Context: an optimization exercise on an open-source flow, tuned for small area, a short achievable clock period and few clock cycles per item. The choices shown serve that exercise and are no tape-out recipe.
No functional check of the RTL was part of this run.

==> design.v <==
module lsu_addsat #(parameter SUB = 0) (
    input  wire [31:0] x,
    input  wire [31:0] y,
    output wire [31:0] s,
    output wire        ov
);
    wire [32:0] xe = {x[31], x};
    wire [32:0] ye = {y[31], y};
    wire [32:0] r  = SUB ? (xe - ye) : (xe + ye);
    assign ov = r[32] ^ r[31];
    assign s  = ov ? (r[32] ? 32'h8000_0000 : 32'h7fff_ffff) : r[31:0];
endmodule
module lsu_clamp (
    input  wire [31:0] x,
    input  wire [31:0] lo,
    input  wire [31:0] hi,
    output wire [31:0] y,
    output wire        act
);
    wire below = $signed(x) < $signed(lo);
    wire above = $signed(x) > $signed(hi);
    assign y   = below ? lo : (above ? hi : x);
    assign act = below | above;
endmodule
module lsu_mulb (
    input  wire [31:0] x,
    input  wire [31:0] k,
    input  wire [1:0]  sel,
    output wire [63:0] p
);
    wire [33:0] xs = {{2{x[31]}}, x};
    wire [32:0] kk = {k, 1'b0};
    wire [15:0] neg;
    wire [63:0] row [0:15];
    genvar j;
    generate
        for (j = 0; j < 16; j = j + 1) begin : g_row
            wire b0 = kk[2*j];
            wire b1 = kk[2*j+1];
            wire b2 = kk[2*j+2];
            wire one = b0 ^ b1;
            wire two = (b2 & ~b1 & ~b0) | (~b2 & b1 & b0);
            assign neg[j] = b2;
            wire [33:0] m = ({34{one}} & xs) | ({34{two}} & {xs[32:0], 1'b0});
            wire [33:0] r = m ^ {34{b2}};
            if (j == 0) begin : g_first
                assign row[j] = {30'd0, ~r[33], r[32:0]};
            end else begin : g_next
                wire [63:0] w = {30'd0, ~r[33], r[32:0]};
                assign row[j] = (w << (2*j)) | ({63'd0, neg[j-1]} << (2*j-2));
            end
        end
    endgenerate
    wire [63:0] rnd = (sel == 2'd0) ? 64'h2 :
                      (sel == 2'd1) ? 64'h8000 :
                      (sel == 2'd2) ? 64'h2000_0000 : 64'h800_0000_0000;
    wire [63:0] row16 = 64'h5555_5556_0000_0000 + rnd + {33'd0, neg[15], 30'd0};
    assign p = row[0] + row[1] + row[2] + row[3] + row[4] + row[5] + row[6] +
               row[7] + row[8] + row[9] + row[10] + row[11] + row[12] +
               row[13] + row[14] + row[15] + row16;
endmodule
module loop_slot_unit (
    input  wire        clk,
    input  wire        rst,
    input  wire        in_valid,
    output wire        in_ready,
    input  wire [2:0]  typ,
    input  wire [3:0]  fmt,
    input  wire        lim_src,
    input  wire [7:0]  signs,
    input  wire        hold,
    input  wire        start,
    input  wire [31:0] a,
    input  wire [31:0] b,
    input  wire [31:0] c,
    input  wire [31:0] d,
    input  wire [31:0] p0,
    input  wire [31:0] p1,
    input  wire [31:0] p2,
    input  wire [31:0] p3,
    input  wire [31:0] p4,
    input  wire [31:0] p5,
    input  wire [15:0] p6,
    input  wire [31:0] st_out,
    input  wire [31:0] st_i,
    input  wire [7:0]  gov_gap,
    input  wire [7:0]  gov_win,
    output reg         out_valid,
    output reg  [31:0] out,
    output reg  [31:0] aux,
    output reg  [5:0]  flags
);
    localparam T_BAND = 3'd1, T_PI = 3'd2, T_RAMP = 3'd3,
               T_LIMIT = 3'd4, T_SUM = 3'd5, T_SCALE = 3'd6;
    localparam F_AOV = 0, F_LIM = 1, F_INT = 2, F_RATE = 3, F_GOV = 4, F_ORDER = 5;
    localparam M_PASS = 2'd0, M_SCALE = 2'd1, M_PI0 = 2'd2, M_PI1 = 2'd3;
    reg         rdy;
    assign in_ready = rdy;
    wire        acc = in_valid & rdy;
    reg         v0;
    reg  [2:0]  t0;
    reg  [3:0]  f0;
    reg         ls0, h0, s0;
    reg  [7:0]  sg0, gg0, gw0;
    reg  [31:0] a0, b0, c0, d0, k0, k1, k2, k3, k4, k5, so0, si0;
    reg  [15:0] k6;
    always @(posedge clk) begin
        if (rst) begin
            rdy <= 1'b1;
            v0  <= 1'b0;
        end else begin
            rdy <= ~(acc & (typ == T_PI));
            v0  <= acc | (v0 & ~rdy);
        end
        if (rdy) begin
            t0 <= typ; f0 <= fmt; a0 <= a; b0 <= b; k0 <= p0; k4 <= p4; k5 <= p5;
        end
        ls0 <= lim_src; h0 <= hold; s0 <= start; sg0 <= signs;
        c0 <= c; d0 <= d; k1 <= p1; k2 <= p2; k3 <= p3; k6 <= p6;
        so0 <= st_out; si0 <= st_i; gg0 <= gov_gap; gw0 <= gov_win;
    end
    wire is_band  = t0 == T_BAND;
    wire is_pi    = t0 == T_PI;
    wire is_ramp  = t0 == T_RAMP;
    wire is_limit = t0 == T_LIMIT;
    wire is_sum   = t0 == T_SUM;
    wire is_scale = t0 == T_SCALE;
    wire pi0 = is_pi & ~rdy;      
    wire pi1 = is_pi & rdy;       
    wire [31:0] e;
    wire        e_ov;
    lsu_addsat #(.SUB(1)) u_err (.x(a0), .y(b0), .s(e), .ov(e_ov));
    wire [5:0] sc_sh = (f0[1] ? 6'd16 : 6'd30) + (f0[2] ? 6'd16 : 6'd30) -
                       (f0[0] ? 6'd16 : 6'd30);
    wire [1:0] sc_sel = (sc_sh == 6'd2)  ? 2'd0 :
                        (sc_sh == 6'd16) ? 2'd1 :
                        (sc_sh == 6'd30) ? 2'd2 : 2'd3;
    wire [1:0]  m_sel = pi0 ? (f0[3] ? 2'd1 : 2'd2) :
                        pi1 ? (f0[2] ? 2'd1 : 2'd2) : sc_sel;
    wire [31:0] m_x = is_scale ? a0 : e;
    wire [31:0] m_k = pi0 ? k1 : k0;
    wire [63:0] m_p;
    lsu_mulb u_mul (.x(m_x), .k(m_k), .sel(m_sel), .p(m_p));
    wire [31:0] s_inc, s_dec;
    wire        s_inc_ov, s_dec_ov;
    lsu_addsat           u_inc (.x(so0), .y(is_band ? k2 : k0), .s(s_inc), .ov(s_inc_ov));
    lsu_addsat #(.SUB(1)) u_dec (.x(so0), .y(is_band ? k2 : k1), .s(s_dec), .ov(s_dec_ov));
    wire        band_up = $signed(e) > $signed(k0);
    wire [32:0] band_dns = {e[31], e} + {k1[31], k1};
    wire        band_dn = band_dns[32];
    wire        band_try = (band_up | band_dn) & ~h0;
    wire [31:0] band_cand = band_up ? s_inc : s_dec;
    wire        band_cand_ov = band_up ? s_inc_ov : s_dec_ov;
    wire [31:0] lim_lo0 = ls0 ? b0 : k0;
    wire [31:0] lim_hi0 = ls0 ? c0 : k1;
    wire        lim_order = $signed(lim_lo0) > $signed(lim_hi0);
    wire [32:0] lim_mid2  = {lim_lo0[31], lim_lo0} + {lim_hi0[31], lim_hi0};
    wire [31:0] lim_mid   = lim_mid2[32:1];
    wire [31:0] cl_x  = is_band ? band_cand : (is_ramp & s0) ? b0 : a0;
    wire [31:0] cl_lo = is_band ? k3 : is_ramp ? k2 : (lim_order ? lim_mid : lim_lo0);
    wire [31:0] cl_hi = is_band ? k4 : is_ramp ? k3 : (lim_order ? lim_mid : lim_hi0);
    wire [31:0] cl_y;
    wire        cl_act;
    lsu_clamp u_cl (.x(cl_x), .lo(cl_lo), .hi(cl_hi), .y(cl_y), .act(cl_act));
    wire band_noop   = cl_y == so0;
    wire band_gov    = (gg0 < k6[7:0]) | (gw0 >= k6[15:8]);
    wire band_change = band_try & ~band_noop & ~band_gov;
    wire [7:0] band_gap_next = band_change ? 8'd1 :
                               (gg0 == 8'hff ? 8'hff : gg0 + 8'd1);
    wire ramp_rise = $signed(cl_y) > $signed(so0);
    wire ramp_fall = $signed(cl_y) < $signed(so0);
    wire ramp_up_short = $signed(s_inc) < $signed(cl_y);
    wire ramp_dn_short = $signed(s_dec) > $signed(cl_y);
    wire [35:0] sa = {{4{a0[31]}}, a0};
    wire [35:0] sb = {{4{b0[31]}}, b0};
    wire [35:0] sc = {{4{c0[31]}}, c0};
    wire [35:0] sd = {{4{d0[31]}}, d0};
    wire [35:0] ta = (sg0[1:0] == 2'b01) ? sa : (sg0[1:0] == 2'b10) ? ~sa : 36'd0;
    wire [35:0] tb = (sg0[3:2] == 2'b01) ? sb : (sg0[3:2] == 2'b10) ? ~sb : 36'd0;
    wire [35:0] tc = (sg0[5:4] == 2'b01) ? sc : (sg0[5:4] == 2'b10) ? ~sc : 36'd0;
    wire [35:0] td = (sg0[7:6] == 2'b01) ? sd : (sg0[7:6] == 2'b10) ? ~sd : 36'd0;
    wire [2:0]  tn = (sg0[1:0] == 2'b10) + (sg0[3:2] == 2'b10) +
                     (sg0[5:4] == 2'b10) + (sg0[7:6] == 2'b10);
    wire [35:0] sum_acc = {{4{k0[31]}}, k0} + ta + tb + tc + td + {33'd0, tn};
    wire        sum_pos_ov = ~sum_acc[35] & (|sum_acc[34:31]);
    wire        sum_neg_ov =  sum_acc[35] & ~(&sum_acc[34:31]);
    wire [31:0] sum_out = sum_pos_ov ? 32'h7fff_ffff :
                          sum_neg_ov ? 32'h8000_0000 : sum_acc[31:0];
    reg [31:0] r_out, r_aux;
    reg [5:0]  r_flags;
    always @* begin
        r_out   = 32'd0;
        r_aux   = 32'd0;
        r_flags = 6'd0;
        case (t0)
            T_BAND: begin
                r_out = band_change ? cl_y : so0;
                r_aux = {23'd0, band_change, band_gap_next};
                r_flags[F_AOV] = e_ov | (band_try & band_cand_ov);
                r_flags[F_LIM] = band_try & cl_act;
                r_flags[F_GOV] = band_try & ~band_noop & band_gov;
            end
            T_RAMP: begin
                r_aux = cl_y;
                r_flags[F_LIM] = cl_act;
                if (s0) begin
                    r_out = cl_y;
                end else if (ramp_rise) begin
                    r_out = ramp_up_short ? s_inc : cl_y;
                    r_flags[F_RATE] = ramp_up_short;
                    r_flags[F_AOV]  = s_inc_ov;
                end else if (ramp_fall) begin
                    r_out = ramp_dn_short ? s_dec : cl_y;
                    r_flags[F_RATE] = ramp_dn_short;
                    r_flags[F_AOV]  = s_dec_ov;
                end else begin
                    r_out = so0;
                end
            end
            T_LIMIT: begin
                r_out = cl_y;
                r_flags[F_LIM]   = cl_act;
                r_flags[F_ORDER] = lim_order;
            end
            T_SUM: begin
                r_out = sum_out;
                r_flags[F_AOV] = sum_pos_ov | sum_neg_ov;
            end
            default: ;
        endcase
    end
    reg         v1;
    reg  [1:0]  md1;
    reg  [63:0] pr1;      
    reg  [1:0]  sel1;
    reg  [31:0] x1, lo1, hi1;
    reg  [5:0]  fl1;
    reg         ge1, le1, h1, eov1;
    always @(posedge clk) begin
        if (rst) v1 <= 1'b0;
        else     v1 <= v0 & ~pi0;
        md1  <= pi0 ? M_PI0 : pi1 ? M_PI1 : is_scale ? M_SCALE : M_PASS;
        pr1  <= m_p;
        sel1 <= m_sel;
        x1   <= (is_pi | is_scale) ? (is_scale ? k1 : si0) : r_out;
        lo1  <= is_pi ? (pi0 ? k2 : k4) : r_aux;
        hi1  <= pi0 ? k3 : k5;
        fl1  <= r_flags;
        ge1  <= $signed(so0) >= $signed(k5);
        le1  <= $signed(so0) <= $signed(k4);
        h1   <= h0;
        eov1 <= e_ov;
    end
    reg  [63:0] q66;
    always @* begin
        case (sel1)
            2'd0:    q66 = {{2{pr1[63]}},  pr1[63:2]};
            2'd1:    q66 = {{16{pr1[63]}}, pr1[63:16]};
            2'd2:    q66 = {{30{pr1[63]}}, pr1[63:30]};
            default: q66 = {{44{pr1[63]}}, pr1[63:44]};
        endcase
    end
    wire        q_ov = ~((&q66[63:31]) | ~(|q66[63:31]));
    wire [31:0] q    = q_ov ? (q66[63] ? 32'h8000_0000 : 32'h7fff_ffff) : q66[31:0];
    wire m_pi0 = md1 == M_PI0;
    wire m_pi1 = md1 == M_PI1;
    wire [31:0] s2_sum;
    wire        s2_ov;
    lsu_addsat u_s2add (.x(q), .y(m_pi1 ? aux : x1), .s(s2_sum), .ov(s2_ov));
    wire ki_pos = ~q[31] & (|q);
    wire ki_neg = q[31];
    wire windup = (ge1 & ki_pos) | (le1 & ki_neg);
    wire [31:0] s2_cy;
    wire        s2_act;
    lsu_clamp u_s2cl (.x((m_pi0 & windup) ? x1 : s2_sum), .lo(lo1), .hi(hi1),
                      .y(s2_cy), .act(s2_act));
    always @(posedge clk) begin
        if (rst) out_valid <= 1'b0;
        else     out_valid <= v1;
        case (md1)
            M_PASS: begin
                out   <= x1;
                aux   <= lo1;
                flags <= fl1;
            end
            M_SCALE: begin
                out   <= s2_sum;
                aux   <= 32'd0;
                flags <= {5'd0, q_ov | s2_ov};
            end
            M_PI0: begin
                aux   <= h1 ? x1 : s2_cy;
                flags <= {3'd0, ~h1 & (windup | s2_act), 1'b0,
                          eov1 | (~h1 & (q_ov | s2_ov))};
            end
            default: begin
                out   <= s2_cy;
                flags <= {3'd0, flags[F_INT], s2_act, flags[F_AOV] | q_ov | s2_ov};
            end
        endcase
    end
endmodule
==> run.sh <==
#!/bin/bash
# synth_recipe.tcl (not shown) runs the flow's synth.tcl, then flattens the netlist and writes it again
# the make line also repeats each setting of config.mk as NAME=value (left out here)
make -C /OpenROAD-flow-scripts/flow DESIGN_CONFIG=/design/flow/config.mk WORK_HOME=/design/flow/orfs CLKGATE_MAP_FILE= SYNTH_SCRIPT=/design/flow/synth_recipe.tcl finish
==> config.mk <==
export PLATFORM = sky130hd
export DESIGN_NAME = loop_slot_unit
export DESIGN_NICKNAME = loop_slot_unit
export VERILOG_FILES = /design/flow/design.v
export SDC_FILE = /design/flow/constraint.sdc
export NUM_CORES = 4
export LEC_CHECK = 0
export CAP_MARGIN = 20
export CELL_PAD_IN_SITES_DETAIL_PLACEMENT = 2
export CELL_PAD_IN_SITES_GLOBAL_PLACEMENT = 2
export CORE_MARGIN = 2
export CORE_UTILIZATION = 25
export SLEW_MARGIN = 20
==> constraint.sdc <==
create_clock -name core_clock -period 44.0 [get_ports {clk}]
set_input_delay 8.8000 -clock core_clock [delete_from_list [all_inputs] [get_ports {clk}]]
set_output_delay 8.8000 -clock core_clock [all_outputs]
set_load 0.01 [all_outputs]
==> impl_metrics.json <==
{
  "io_buffers": 508,
  "ys_warn_count": 2,
  "endpoint_kind": "register",
  "syn-num-nets": 12370,
  "design_area_mm2": 0.09996,
  "yosys_most_used_dff": "dfxtp_1",
  "reg2reg_depth": 59,
  "drive_gt1_share_pct": 8.561,
  "hold_buffers": 0,
  "grt_use_total_pct": 35.69,
  "rrSetupSlack_ns": 26.58,
  "worst_pin_slew_ns": 1.312,
  "die-height_um": 588.1,
  "cts-buffers-inserted": 92,
  "cts_root_buf": "clkbuf_16",
  "async_flop_share_pct": 0,
  "worst_path_largest_cell_delay_ns": 0.87,
  "crit_type": "register to register",
  "vias_per_cell": 6.238,
  "ys_types": 112,
  "synth.top_cell.area_share_pct": 12.51,
  "crit_required_ns": 44.75,
  "cpMaxStageDelayCell": "o32ai_1",
  "fin_crit_ns": 17.42,
  "synth.avg_cell_area_um2": 8.064,
  "fp-row-count": 214,
  "grt_max_degree": 97,
  "cp-startpoint": "b0[1]$_DFFE_PP_",
  "drcViolationCount": 0,
  "r2r_end": "x1[10]$_DFF_P_",
  "cp-start-kind": "register",
  "vias": 96190,
  "skew_ns": 0.06149,
  "report.final.hold_viol_count": 0,
  "timing.rr.start": "b0[1]$_DFFE_PP_",
  "min_to": "flags[5]$_DFF_P_",
  "yosysMostFrequentCell": "a21oi_1",
  "gp_congestion": 1.008,
  "slew_headroom_pct": 12.51,
  "dp_hpwl_mm": 499.0,
  "crit_arrival_ns": 18.17,
  "coreArea_mm2": 0.3398,
  "fin_setup_tns_ns": 0,
  "whs_path_depth": 1,
  "antenna_found_initial": 99,
  "fp.dieW_um": 588.1,
  "finalSetupViolCount": 0,
  "fmax_mhz": 57.40,
  "layout.nets": 12570,
  "cts.sinks": 679,
  "grt_overflow": 0,
  "grt_pass1_wl_mm": 860.4,
  "hold_ws_ns": 0.4365,
  "netlist_top_cells_count": "1120 x a21oi_1, 990 x o21ai_0, 853 x ha_1",
  "place_area_mm2": 0.09686,
  "synth.area.top_cells": "ha_1 13%, fa_1 12%, dfxtp_1 10%, edfxtp_1 8.2%, a21oi_1 6.6%",
  "cts_tree": "done",
  "synth-edff-count": 232,
  "synth_cells": 10580,
  "ant_nets": 0,
  "grt_pass1_vias": 97960,
  "ys_seq_area_share_pct": 18.66,
  "min_path_type": "register to register",
  "first_pass_iters": 9,
  "ys_ff_latch": 679,
  "fill_cells": 38550,
  "die_area_mm2": 0.3458,
  "yosys.area.top_type": "ha_1",
  "drv_cap": 0,
  "initial_utilization_pct": 25.10,
  "io_pins": 509,
  "area_growth_pct": 17.21,
  "status": "finished clean",
  "postCtsSetupBuffers": 0,
  "report.final.slew_viol_count": 0,
  "drt_iter0_drc": 11540,
  "path_clk_slew_ns": 0.07,
  "syn-cell-area_mm2": 0.08528,
  "worstHoldStart": "fl1[5]$_SDFF_PN0_",
  "post_cts_resized": 0,
  "cts_max_level": 3,
  "wl_mm": 639.0,
  "clockBufferDepth": 4,
  "cp_max_fo": 34,
  "rsz0062_at_grt": "false",
  "fin_crit_sh_pct": 39.59,
  "routedWlPerCell_um": 41.44,
  "insertion_delay_ns": 0.87
}
==> sequential cells by signal, indices dropped and copies added (netlist names), 32 cells and up, named ones only <==
name and cells:
aux 32, hi1 32, pr1 62, so0 32
k3 32, k2 32, k1 32, a0 32
k5 32, d0 32, lo1 32, out 32
c0 32, x1 32, b0 32, si0 32
k4 32, k0 32
==> kinds of logic after synthesis <==
logic type                 Yosys count  synth area share (%)
adders and majority gates         1388                 24.69
DFF                                679                 18.66
and+or+nand+nor                   2089                 11.46
xor gates and xnor gates           228                 2.341
AOI/OAI and AO/OA                 4133                 30.61
muxes                              365                 4.680
buffers and inverters             1694                 7.566
==> per-stage QoR <==
stage                     cells  utilization (%)  worst slack [ns]
after global routing      15390            29.40             26.16
after CTS                 15390            29.38             27.17
after detailed placement  15220            28.51             27.25
after floorplan           10580                -             29.01
final                     15420            29.42             26.58
after global placement    15220            28.50             27.36
==> per-layer routing <==
| layer | up-vias | part of all wire [%] | track usage (%) |
|---|---|---|---|
| met4 | 46 | 7.7 | 23.23 |
| met2 | 4960 | 43 | 55.25 |
| met1 | 50360 | 41 | 45.43 |
| met3 | 1425 | 7.8 | 6.575 |
| met5 | - | 0.046 | 0 |
| li1 | 39400 | - | - |
==> worst max-delay path, delay by kind of cell, from the launching register on <==
kind	cells	cell delay, ns
DFF	1	0.46
AOI/OAI and AO/OA	28	7.69
buffers and inverters	9	2.81
muxes	1	0.61
adders and majority gates	5	1.45
and+or+nand+nor	15	4.00
xor gates and xnor gates	1	0.18
==> how the worst max path moves through the flow <==
stage                     slack [ns]               to  cells after the start
after floorplan                29.01  pr1[60]$_DFF_P_                     44
after global placement         27.36   x1[19]$_DFF_P_                     57
after detailed placement       27.25   x1[19]$_DFF_P_                     56
after CTS                      27.17   x1[19]$_DFF_P_                     57
after global routing           26.16   x1[10]$_DFF_P_                     55
final                          26.58   x1[10]$_DFF_P_                     59
==> cell type report <==
class                           instances  area, µm²  area share (%)
Multi-Input combinational cell       8203      63680           63.71
Sequential cell                       679      15920           15.93
Timing Repair Buffer                  946       8401           8.404
Tap cell                             4536       5675           5.678
Inverter                              857       3217           3.218
Clock buffer                          128       2664           2.665
Clock inverter                         38      317.8          0.3179
Antenna cell                           32      80.08         0.08011
==> cell usage in the layout (no fill, tap or decap), types with 232 or more instances in the layout <==
cell type,instances
a21oi_1,1097
o21ai_0,980
ha_1,851
inv_1,848
nand2_1,702
nor2_1,554
o22ai_1,508
clkdlybuf4s50_1,508
fa_1,502
dfxtp_1,444
buf_4,432
o221ai_1,306
a21o_1,240
edfxtp_1,232

==> re-timing with driven ports <==
The flow's constraints put no driver on any port. The routed layout listed below was extracted and timed again, unchanged, in two steps.
Step 1: set_driving_cell puts a clkbuf_16 on clk and a buf_2 on each other input, an assumption about the parent block.
Step 2 also shifts input and output timing later by t, the mid clock arrival at the registers, as if the neighbouring blocks saw the same clock.
Slacks: no drivers / after step 1 / after step 2; pairs: no drivers / after step 1.
shift t [ns]: 0.937
setup WS [ns]: 26.580 / 26.580 / 26.580
worst data-port slew with drivers (ns): 0.17
After both steps setup and hold are still met in this run. For this run, drivers alone change the setup slack by 0.000 ns; drivers and shift together by 0.000 ns.
